This design comes from an exercise in tuning for small area on the open sky130 flow, not from production work. For this run, only the layout was checked, not whether the RTL still works.

File: run.sh
#!/bin/bash
# synth_recipe.tcl (not shown) runs the flow's synth.tcl, then flattens the netlist and writes it again
# the make line also repeats each setting of config.mk as NAME=value (left out here)
make -C /OpenROAD-flow-scripts/flow DESIGN_CONFIG=/design/flow/config.mk WORK_HOME=/design/flow/orfs CLKGATE_MAP_FILE= SYNTH_SCRIPT=/design/flow/synth_recipe.tcl finish
File: config.mk
export PLATFORM = sky130hd
export DESIGN_NAME = sen_star
export DESIGN_NICKNAME = sen_star
export VERILOG_FILES = /design/flow/design.v
export SDC_FILE = /design/flow/constraint.sdc
export NUM_CORES = 4
export LEC_CHECK = 0
export CAP_MARGIN = 20
export CORE_MARGIN = 2
export CORE_UTILIZATION = 40
export SLEW_MARGIN = 20
File: constraint.sdc
create_clock -name core_clock -period 15.0 [get_ports {clk}]
set_input_delay 3.0000 -clock core_clock [delete_from_list [all_inputs] [get_ports {clk}]]
set_output_delay 3.0000 -clock core_clock [all_outputs]
set_load 0.01 [all_outputs]
File: design.v
module sen_scale (
    input  wire signed [16:0] d,
    input  wire signed [15:0] ofs,
    input  wire        [15:0] gain,
    output reg  signed [15:0] i_q15,
    output reg                sat
);
    wire signed [17:0] diff = d - ofs;
    wire signed [34:0] prod = diff * $signed({1'b0, gain});
    wire signed [21:0] shf  = prod[34:13];
    always @* begin
        if (shf > 22'sd32767) begin
            i_q15 = 16'sh7FFF;
            sat   = 1'b1;
        end else if (shf < -22'sd32768) begin
            i_q15 = 16'sh8000;
            sat   = 1'b1;
        end else begin
            i_q15 = shf[15:0];
            sat   = 1'b0;
        end
    end
endmodule
module sen_cic3 #(
    parameter integer W = 10                
) (
    input  wire         clk,
    input  wire         clr,                
    input  wire         bit_en,             
    input  wire         bit_in,
    input  wire         dec,                
    output wire [W-1:0] raw                 
);
    reg [W-1:0] i1, i2, i3;
    reg [W-1:0] c1_d, c2_d, c3_d;
    reg         dec_q;
    wire [W-1:0] i1_n = i1 + {{(W-1){1'b0}}, bit_in};
    wire [W-1:0] i2_n = i2 + i1_n;
    wire [W-1:0] i3_n = i3 + i2_n;
    wire [W-1:0] c1 = i3 - c1_d;
    wire [W-1:0] c2 = c1 - c2_d;
    wire [W-1:0] c3 = c2 - c3_d;
    always @(posedge clk) begin
        if (clr) begin
            i1 <= {W{1'b0}};
            i2 <= {W{1'b0}};
            i3 <= {W{1'b0}};
            c1_d <= {W{1'b0}};
            c2_d <= {W{1'b0}};
            c3_d <= {W{1'b0}};
            dec_q <= 1'b0;
        end else begin
            if (bit_en) begin
                i1 <= i1_n;
                i2 <= i2_n;
                i3 <= i3_n;
            end
            dec_q <= bit_en & dec;
            if (dec_q) begin
                c1_d <= i3;
                c2_d <= c1;
                c3_d <= c2;
            end
        end
    end
    assign raw = c3;
endmodule
module sen_chan (
    input  wire               clk,
    input  wire               clr,           
    input  wire               tick,          
    input  wire               bit_in,        
    input  wire               fast_dec,      
    input  wire               ctrl_dec,      
    input  wire signed [15:0] ofs,
    input  wire        [15:0] gain,
    input  wire signed [15:0] oc_hi_lim,
    input  wire signed [15:0] oc_lo_lim,
    input  wire        [7:0]  loss_win,
    output reg                fast_vld,
    output reg  signed [15:0] fast_val,
    output reg                fast_sat,
    output reg                ctrl_vld,
    output reg  signed [15:0] ctrl_val,
    output reg                ctrl_sat,
    output reg                oc_hi,
    output reg                oc_lo,
    output reg                clip,
    output reg                bsl,
    output reg                valid
);
    localparam [7:0] FAST_OK = 8'd24;
    localparam [7:0] CMP_OK  = 8'd32;
    localparam [7:0] CTRL_OK = 8'd192;
    reg        tick_q;
    reg [7:0]  nbits;         
    reg [7:0]  run;           
    reg        last;
    wire [9:0]  fast_raw;
    wire [18:0] ctrl_raw;
    sen_cic3 #(.W(10)) u_fast (
        .clk(clk), .clr(clr), .bit_en(tick), .bit_in(bit_in),
        .dec(fast_dec), .raw(fast_raw)
    );
    sen_cic3 #(.W(19)) u_ctrl (
        .clk(clk), .clr(clr), .bit_en(tick), .bit_in(bit_in),
        .dec(ctrl_dec), .raw(ctrl_raw)
    );
    reg fast_dec_q, ctrl_dec_q;
    reg [31:0] hist;
    reg [4:0]  s1, s1o;
    reg [8:0]  y2;
    wire [4:0] s1_n  = s1  + {4'd0, bit_in}  - {4'd0, hist[15]};
    wire [4:0] s1o_n = s1o + {4'd0, hist[15]} - {4'd0, hist[31]};
    wire [8:0] y2_n  = y2 + {4'd0, s1_n} - {4'd0, s1o_n};
    wire signed [17:0] d_fast_w = $signed({1'b0, fast_raw, 7'd0})       - 18'sd32768;
    wire signed [19:0] d_ctrl_w = $signed({3'b000, ctrl_raw[18:2]})     - 20'sd32768;
    wire signed [17:0] d_cmp_w  = $signed({1'b0, y2, 8'd0})             - 18'sd32768;
    wire signed [16:0] d_fast = d_fast_w[16:0];
    wire signed [16:0] d_ctrl = d_ctrl_w[16:0];
    wire signed [16:0] d_cmp  = d_cmp_w[16:0];
    wire signed [15:0] i_fast, i_ctrl, i_cmp;
    wire               s_fast, s_ctrl, s_cmp;
    sen_scale u_sc_fast (.d(d_fast), .ofs(ofs), .gain(gain), .i_q15(i_fast), .sat(s_fast));
    sen_scale u_sc_ctrl (.d(d_ctrl), .ofs(ofs), .gain(gain), .i_q15(i_ctrl), .sat(s_ctrl));
    sen_scale u_sc_cmp  (.d(d_cmp), .ofs(ofs), .gain(gain), .i_q15(i_cmp),  .sat(s_cmp));
    always @(posedge clk) begin
        if (clr) begin
            tick_q     <= 1'b0;
            nbits      <= 8'd0;
            run        <= 8'd0;
            last       <= 1'b0;
            hist       <= 32'd0;
            s1         <= 5'd0;
            s1o        <= 5'd0;
            y2         <= 9'd0;
            fast_dec_q <= 1'b0;
            ctrl_dec_q <= 1'b0;
            fast_vld   <= 1'b0;
            fast_val   <= 16'sd0;
            fast_sat   <= 1'b0;
            ctrl_vld   <= 1'b0;
            ctrl_val   <= 16'sd0;
            ctrl_sat   <= 1'b0;
            oc_hi      <= 1'b0;
            oc_lo      <= 1'b0;
            clip       <= 1'b0;
            bsl        <= 1'b0;
            valid      <= 1'b0;
        end else begin
            tick_q     <= tick;
            fast_dec_q <= tick & fast_dec;
            ctrl_dec_q <= tick & ctrl_dec;
            if (tick) begin
                if (nbits != CTRL_OK)
                    nbits <= nbits + 8'd1;
                if (run == 8'd0 || bit_in != last)
                    run <= 8'd1;
                else if (run != 8'd255)
                    run <= run + 8'd1;
                last <= bit_in;
                hist <= {hist[30:0], bit_in};
                s1   <= s1_n;
                s1o  <= s1o_n;
                y2   <= y2_n;
            end
            fast_vld <= fast_dec_q && (nbits >= FAST_OK);
            ctrl_vld <= ctrl_dec_q && (nbits >= CTRL_OK);
            if (fast_dec_q) begin
                fast_val <= i_fast;
                fast_sat <= s_fast;
            end
            if (ctrl_dec_q) begin
                ctrl_val <= i_ctrl;
                ctrl_sat <= s_ctrl;
            end
            if (tick_q) begin
                oc_hi <= (nbits >= CMP_OK) && (i_cmp > oc_hi_lim);
                oc_lo <= (nbits >= CMP_OK) && (i_cmp < oc_lo_lim);
                clip  <= (run >= 8'd24);
                bsl   <= (run >= loss_win);
                valid <= (nbits >= CTRL_OK);
            end
        end
    end
endmodule
module sen_star (
    input  wire        clk,
    input  wire        rst_n,             
    input  wire        mod_tick,          
    input  wire [2:0]  isd_dat,           
    input  wire [2:0]  ch_en,
    input  wire [2:0]  inv,
    input  wire        recon_en,
    input  wire [5:0]  ctrl_phase,
    input  wire [15:0] sum_lim,
    input  wire [7:0]  sum_n,
    input  wire [47:0] ofs,               
    input  wire [47:0] gain,              
    input  wire [47:0] oc_hi_lim,         
    input  wire [47:0] oc_lo_lim,         
    input  wire [47:0] range_lim,         
    input  wire [8:0]  range_n,           
    input  wire [23:0] loss_win,          
    output reg  [2:0]  fast_vld,
    output reg  [47:0] fast_i,
    output reg  [2:0]  fast_sat,
    output reg  [2:0]  fast_ovr,
    output reg  [2:0]  ctrl_vld,
    output reg  [47:0] ctrl_i,
    output reg  [2:0]  ctrl_sat,
    output reg  [2:0]  ctrl_ovr,
    output reg  [2:0]  oc_hi,
    output reg  [2:0]  oc_lo,
    output reg  [2:0]  clip,
    output reg  [2:0]  bsl,
    output reg  [2:0]  ch_valid,
    output reg  [2:0]  subst,
    output reg         sum_alarm
);
    reg  [5:0] tcnt;                      
    wire [5:0] cph      = tcnt - ctrl_phase;
    wire       fast_dec = (tcnt[2:0] == 3'd7);
    wire       ctrl_dec = (cph == 6'd63);
    always @(posedge clk) begin
        if (!rst_n)
            tcnt <= 6'd0;
        else if (mod_tick)
            tcnt <= tcnt + 6'd1;
    end
    wire [2:0]  c_fvld, c_fsat, c_cvld, c_csat;
    wire [47:0] c_fval, c_cval;
    wire [2:0]  c_ochi, c_oclo, c_clip, c_bsl, c_valid;
    genvar g;
    generate
        for (g = 0; g < 3; g = g + 1) begin : g_ch
            sen_chan u_chan (
                .clk      (clk),
                .clr      (!rst_n || !ch_en[g]),
                .tick     (mod_tick),
                .bit_in   (isd_dat[g] ^ inv[g]),
                .fast_dec (fast_dec),
                .ctrl_dec (ctrl_dec),
                .ofs      (ofs[16*g +: 16]),
                .gain     (gain[16*g +: 16]),
                .oc_hi_lim(oc_hi_lim[16*g +: 16]),
                .oc_lo_lim(oc_lo_lim[16*g +: 16]),
                .loss_win (loss_win[8*g +: 8]),
                .fast_vld (c_fvld[g]),
                .fast_val (c_fval[16*g +: 16]),
                .fast_sat (c_fsat[g]),
                .ctrl_vld (c_cvld[g]),
                .ctrl_val (c_cval[16*g +: 16]),
                .ctrl_sat (c_csat[g]),
                .oc_hi    (c_ochi[g]),
                .oc_lo    (c_oclo[g]),
                .clip     (c_clip[g]),
                .bsl      (c_bsl[g]),
                .valid    (c_valid[g])
            );
        end
    endgenerate
    reg tick_q1, tick_q2;
    always @(posedge clk) begin
        if (!rst_n) begin
            tick_q1 <= 1'b0;
            tick_q2 <= 1'b0;
        end else begin
            tick_q1 <= mod_tick;
            tick_q2 <= tick_q1;
        end
    end
    wire       one_bsl   = (c_bsl == 3'b001) || (c_bsl == 3'b010) || (c_bsl == 3'b100);
    wire [2:0] subst_new = (tick_q2 && recon_en && subst == 3'b000 && one_bsl) ? c_bsl : 3'b000;
    wire [2:0] subst_now = subst | subst_new;
    reg  [2:0]  d_fvld, d_fsat, d_cvld, d_csat;
    reg  [47:0] d_fval, d_cval;
    integer ch;
    reg signed [17:0] nsum;
    reg [1:0] oa, ob;
    always @* begin
        d_fvld = c_fvld;
        d_fval = c_fval;
        d_fsat = c_fsat;
        d_cvld = c_cvld;
        d_cval = c_cval;
        d_csat = c_csat;
        nsum   = 18'sd0;
        oa     = 2'd0;
        ob     = 2'd0;
        for (ch = 0; ch < 3; ch = ch + 1) begin
            if (subst_now[ch]) begin
                oa = (ch == 0) ? 2'd1 : 2'd0;
                ob = (ch == 2) ? 2'd1 : 2'd2;
                d_fvld[ch] = ch_en[ch] && c_fvld[oa] && c_fvld[ob];
                nsum = -($signed(c_fval[16*oa +: 16]) + $signed(c_fval[16*ob +: 16]));
                if (nsum > 18'sd32767) begin
                    d_fval[16*ch +: 16] = 16'h7FFF;
                    d_fsat[ch] = 1'b1;
                end else if (nsum < -18'sd32768) begin
                    d_fval[16*ch +: 16] = 16'h8000;
                    d_fsat[ch] = 1'b1;
                end else begin
                    d_fval[16*ch +: 16] = nsum[15:0];
                    d_fsat[ch] = c_fsat[oa] | c_fsat[ob];
                end
                d_cvld[ch] = ch_en[ch] && c_cvld[oa] && c_cvld[ob];
                nsum = -($signed(c_cval[16*oa +: 16]) + $signed(c_cval[16*ob +: 16]));
                if (nsum > 18'sd32767) begin
                    d_cval[16*ch +: 16] = 16'h7FFF;
                    d_csat[ch] = 1'b1;
                end else if (nsum < -18'sd32768) begin
                    d_cval[16*ch +: 16] = 16'h8000;
                    d_csat[ch] = 1'b1;
                end else begin
                    d_cval[16*ch +: 16] = nsum[15:0];
                    d_csat[ch] = c_csat[oa] | c_csat[ob];
                end
            end
        end
    end
    reg  [2:0] fovr_cnt [0:2];
    reg  [2:0] covr_cnt [0:2];
    reg  [2:0] fovr_nxt [0:2];
    reg  [2:0] covr_nxt [0:2];
    reg  [16:0] mag_f [0:2];
    reg  [16:0] mag_c [0:2];
    always @* begin
        for (ch = 0; ch < 3; ch = ch + 1) begin
            mag_f[ch] = d_fval[16*ch+15] ? (17'd0 - {1'b1, d_fval[16*ch +: 16]}) : {1'b0, d_fval[16*ch +: 16]};
            mag_c[ch] = d_cval[16*ch+15] ? (17'd0 - {1'b1, d_cval[16*ch +: 16]}) : {1'b0, d_cval[16*ch +: 16]};
            fovr_nxt[ch] = fovr_cnt[ch];
            covr_nxt[ch] = covr_cnt[ch];
            if (d_fvld[ch])
                fovr_nxt[ch] = (mag_f[ch] >= {1'b0, range_lim[16*ch +: 16]})
                             ? ((fovr_cnt[ch] == 3'd7) ? 3'd7 : fovr_cnt[ch] + 3'd1) : 3'd0;
            if (d_cvld[ch])
                covr_nxt[ch] = (mag_c[ch] >= {1'b0, range_lim[16*ch +: 16]})
                             ? ((covr_cnt[ch] == 3'd7) ? 3'd7 : covr_cnt[ch] + 3'd1) : 3'd0;
        end
    end
    reg  [7:0]  sum_cnt;
    wire signed [17:0] psum = $signed(d_fval[15:0]) + $signed(d_fval[31:16]) + $signed(d_fval[47:32]);
    wire [17:0] psum_mag = psum[17] ? (18'd0 - psum) : psum;
    reg         fast_dec_q1, fast_dec_q2;
    always @(posedge clk) begin
        if (!rst_n) begin
            fast_dec_q1 <= 1'b0;
            fast_dec_q2 <= 1'b0;
        end else begin
            fast_dec_q1 <= mod_tick & fast_dec;
            fast_dec_q2 <= fast_dec_q1;
        end
    end
    reg [7:0] sum_cnt_nxt;
    always @* begin
        sum_cnt_nxt = sum_cnt;
        if (fast_dec_q2) begin
            if (subst_now == 3'b000 && d_fvld == 3'b111 && psum_mag > {2'b00, sum_lim})
                sum_cnt_nxt = (sum_cnt == 8'd255) ? 8'd255 : sum_cnt + 8'd1;
            else
                sum_cnt_nxt = 8'd0;
        end
    end
    always @(posedge clk) begin
        if (!rst_n) begin
            fast_vld  <= 3'b000;
            fast_i    <= 48'd0;
            fast_sat  <= 3'b000;
            fast_ovr  <= 3'b000;
            ctrl_vld  <= 3'b000;
            ctrl_i    <= 48'd0;
            ctrl_sat  <= 3'b000;
            ctrl_ovr  <= 3'b000;
            oc_hi     <= 3'b000;
            oc_lo     <= 3'b000;
            clip      <= 3'b000;
            bsl       <= 3'b000;
            ch_valid  <= 3'b000;
            subst     <= 3'b000;
            sum_alarm <= 1'b0;
            sum_cnt   <= 8'd0;
            for (ch = 0; ch < 3; ch = ch + 1) begin
                fovr_cnt[ch] <= 3'd0;
                covr_cnt[ch] <= 3'd0;
            end
        end else begin
            fast_vld <= d_fvld;
            ctrl_vld <= d_cvld;
            if (tick_q2) begin
                fast_i    <= d_fval;
                fast_sat  <= d_fsat;
                ctrl_i    <= d_cval;
                ctrl_sat  <= d_csat;
                oc_hi     <= c_ochi;
                oc_lo     <= c_oclo;
                clip      <= c_clip;
                bsl       <= c_bsl;
                ch_valid  <= c_valid;
                subst     <= subst_now;
                sum_cnt   <= sum_cnt_nxt;
                sum_alarm <= (sum_cnt_nxt >= sum_n) && (sum_cnt_nxt != 8'd0);
            end
            for (ch = 0; ch < 3; ch = ch + 1) begin
                if (!ch_en[ch]) begin
                    fovr_cnt[ch] <= 3'd0;
                    covr_cnt[ch] <= 3'd0;
                    fast_ovr[ch] <= 1'b0;
                    ctrl_ovr[ch] <= 1'b0;
                end else begin
                    fovr_cnt[ch] <= fovr_nxt[ch];
                    covr_cnt[ch] <= covr_nxt[ch];
                    if (d_fvld[ch])
                        fast_ovr[ch] <= (fovr_nxt[ch] >= range_n[3*ch +: 3]);
                    if (d_cvld[ch])
                        ctrl_ovr[ch] <= (covr_nxt[ch] >= range_n[3*ch +: 3]);
                end
            end
        end
    end
endmodule
==> flow_summary.toml <==
[outcome]
outcome = "finished clean"

[global_routing]
grt_pass1_vias = 133000
grt_max_degree = 157
grt_pass1_wl_mm = 752
grtUsageTotal = 0.220
grt.overflow.total = 0
antenna_found_initial = 25

[synth]
synth_edf_count = 0
avgSynthCellArea_um2 = 8.57
postSynthCellCount = 19900
seq_area_frac_synth = 0.120
synthDominantCellAreaShare = 0.303
ys_warn_count = 11
synth_mux_area_frac = 0.0353
netlist_area_um2 = 171000
synth_top_family_by_area = "adder cells"
synth_fa_ha_area_frac = 0.432
async_flop_share = 0
yosys.area_share.simple = 0.154
yosys.area.top_type = "fa_1"
synth_compound_area_frac = 0.101
ys_top_cells_by_area = "fa_1 30%, ha_1 13%, dfxtp_1 12%"
synth_nets = 24600
ys_dominant_reg_cell = "dfxtp_1"
synth_most_common_cell = "inv_1"
yosys_register_bits = 1024
synth-xor-area-share = 0.0561
synthTopCellsByCount = "3,833 x inv_1, 2,577 x fa_1, 1,838 x nand2_1, 1,765 x ha_1, 1,484 x nor2_1"
synth.distinct_cells = 104

[placement]
gp_congestion = 0.951
port_buffers = 448
placed_cells = 25600
hpwlAfterDp_mm = 385

[layout]
layout.nets = 24700
area_delta_synth_final_pct = 9.43
fin_cells = 25800
drive_gt1_frac = 0.0372

[setup_path]
crit_type = "input pin to flop"
endpoint_kind = "flop"
worst_path_largest_cell_delay_ns = 0.70
crit_required_ns = 15.75
worst_path_most_repeated_cell = "fa_1"
worst-path-max-fanout = 16
startpoint_type = "input pin"
arrival_ns = 14.81
rrSetupSlack_ns = 1.10
critical_path.slowest_cell = "nor4b_1"

[clocking]
cts_sinks = 1024
clkTransAtPathRegs_ns = 0.06
clk_latency_ns = 0.87
cts_buffers = 141
cts_tree = "done"
clockRootBuffer = "clkbuf_16"
cts_htree_levels = 4
clockBufferDepth = 4

[routing]
wirelength_mm = 473
vias = 132000
drt_iter0_drc = 8029
avgRoutedWirePerCell_um = 18.3
firstDrtPassIters = 6
ant_nets = 0
drc_errors = 0
drt-vias-per-instance = 5.10

[die]
pin_count = 449
start_util = 0.402
fp.dieW_um = 657
core_area_um2 = 424000
rows = 239
die_h_um = 657
design.die.area_um2 = 432000

[sta]
fin_skew_ns = 0.0630
relSlewSlack = 0.127
rsz0062_at_grt = "no"
tightest_slew_ns = 1.31
setup_viol = 0
max_freq_mhz = 71.1
drv_slew = 0
timing.final.crit_period_ns = 14.07
setup_tns_ns = 0
fin_crit_sh = 0.938
hold_viol = 0

[min_path]
hp-class = "flop to flop"

[flow_run]
drv_cap = 0
==> final cells by class <==
| class | instances | area (um^2) |
|---|---|---|
| fill | 42300 | 237000 |
| antenna | 13 | 32.5 |
| multi-input combinational | 14300 | 133000 |
| tap | 5663 | 7090 |
| inverter | 3836 | 14400 |
| sequential | 1024 | 20500 |
| timing repair buffer | 758 | 6710 |
| clock buffer | 175 | 3910 |
| clock inverter | 68 | 863 |
==> worst max-delay path, delay by kind of cell <==
| family | cells | cell delay [ns] |
|---|---|---|
| adder cells (fa/ha/maj) | 8 | 3.71 |
| AO/OA/AOI/OAI | 17 | 3.75 |
| buffers and inverters | 9 | 1.63 |
| AND/OR/NAND/NOR | 10 | 2.57 |
| XOR/XNOR | 1 | 0.15 |
==> worst paths after layout <==
check / start / to / cells after the start
hold reg to reg: tick_q1$_SDFF_PN0_ / tick_q2$_SDFF_PN0_ / 1
setup reg to reg: g_ch[1].u_chan.u_ctrl.i3[1]$_SDFFE_PN0P_ / g_ch[1].u_chan.ctrl_val[14]$_SDFFE_PN0P_ / 52
setup / recovery: ofs[34] / g_ch[2].u_chan.oc_lo$_SDFFE_PN0P_ / 45
hold / removal: tick_q1$_SDFF_PN0_ / tick_q2$_SDFF_PN0_ / 1
==> cell families (layout without fill, tap and decap cells) <==
| group | after synthesis | after routing |
|---|---|---|
| other cells | 0 | 13 |
| xor+xnor | 1092 | 1092 |
| simple gates | 5605 | 5605 |
| buf+inv | 4596 | 4837 |
| compound gates | 2648 | 2648 |
| mux | 601 | 601 |
| fa+ha+maj | 4342 | 4342 |
| flops | 1024 | 1024 |
==> flip-flops by register name (all words and copies together) (netlist names), 48 cells and up <==
name / flops
ctrl_i: 48
g_ch.u_chan.u_ctrl.i1: 57
g_ch.u_chan.u_ctrl.i3: 57
g_ch.u_chan.ctrl_val: 48
g_ch.u_chan.fast_val: 48
g_ch.u_chan.u_ctrl.c1_d: 57
g_ch.u_chan.u_ctrl.c3_d: 57
fast_i: 48
g_ch.u_chan.hist: 96
g_ch.u_chan.u_ctrl.i2: 57
g_ch.u_chan.u_ctrl.c2_d: 57
==> repair_timing <==
action | 4_1_cts | 5_1_grt
hold buffers | 0 | 0
buffers inserted | 0 | 0
setup endpoints to repair | 0 | 47
resized for setup | 0 | 5
==> placed cells by master (no fill, tap or decap), types with 183 or more instances in the layout <==
cell type	n
nand3_1	252
a21oi_1	796
a21o_1	272
inv_1	3832
xor2_1	420
xnor2_1	655
dfxtp_1	1017
mux2i_1	594
clkdlybuf4s50_1	413
nor2b_1	183
and2_1	973
o21ai_0	471
fa_1	2575
nor3_1	260
nor2_1	1476
ha_1	1765
nand2_1	1835
buf_4	303
==> per-stage QoR <==
stage	utilization	worst slack [ns]	area (um^2)	hold slack (ns)
2_1_floorplan	-	1.37	171000	0.412
3_5_place_dp	0.429	0.272	182000	0.421
6_report	0.440	0.933	187000	0.431
5_1_grt	0.440	0.0740	187000	0.461
4_1_cts	0.440	0.925	186000	0.435
3_3_place_gp	0.428	0.309	182000	0.415
==> metal layers <==
layer | global-route usage | share of wire | vias to the layer above
met4 | 0.0681 | 0.036 | 14
met2 | 0.361 | 0.46 | 3090
met1 | 0.298 | 0.45 | 65000
li1 | - | - | 63100
met3 | 0.0309 | 0.060 | 570
met5 | 0 | 0.00019 | -

[port drivers added, routing unchanged]
Ports are ideal in the flow. The routed layout listed here was re-timed in OpenROAD. Step 1 sets driving cells, clkbuf_16 on the clock port and buf_2 on the other inputs (assumed; they add their load-dependent delay and slew). Step 2 times the ports against the registers' clock, not the clock port: input delays grow and output delays shrink by t, the midpoint of the rising clock arrivals with the driver on. Slacks: no drivers / after step 1 / after step 2; pairs: no drivers / after step 1.
t (ns): 0.950
setup WS [ns]: 0.933 / 1.026 / 0.076
hold WS [ns]: 0.431 / 0.431 / 0.431
worst setup path after step 2: input to register
worst slew at a driven data input, ns: 0.27
After both steps this run still meets setup and hold. The setup slack of this run moves by +0.093 ns with the drivers and by -0.857 ns with both steps.
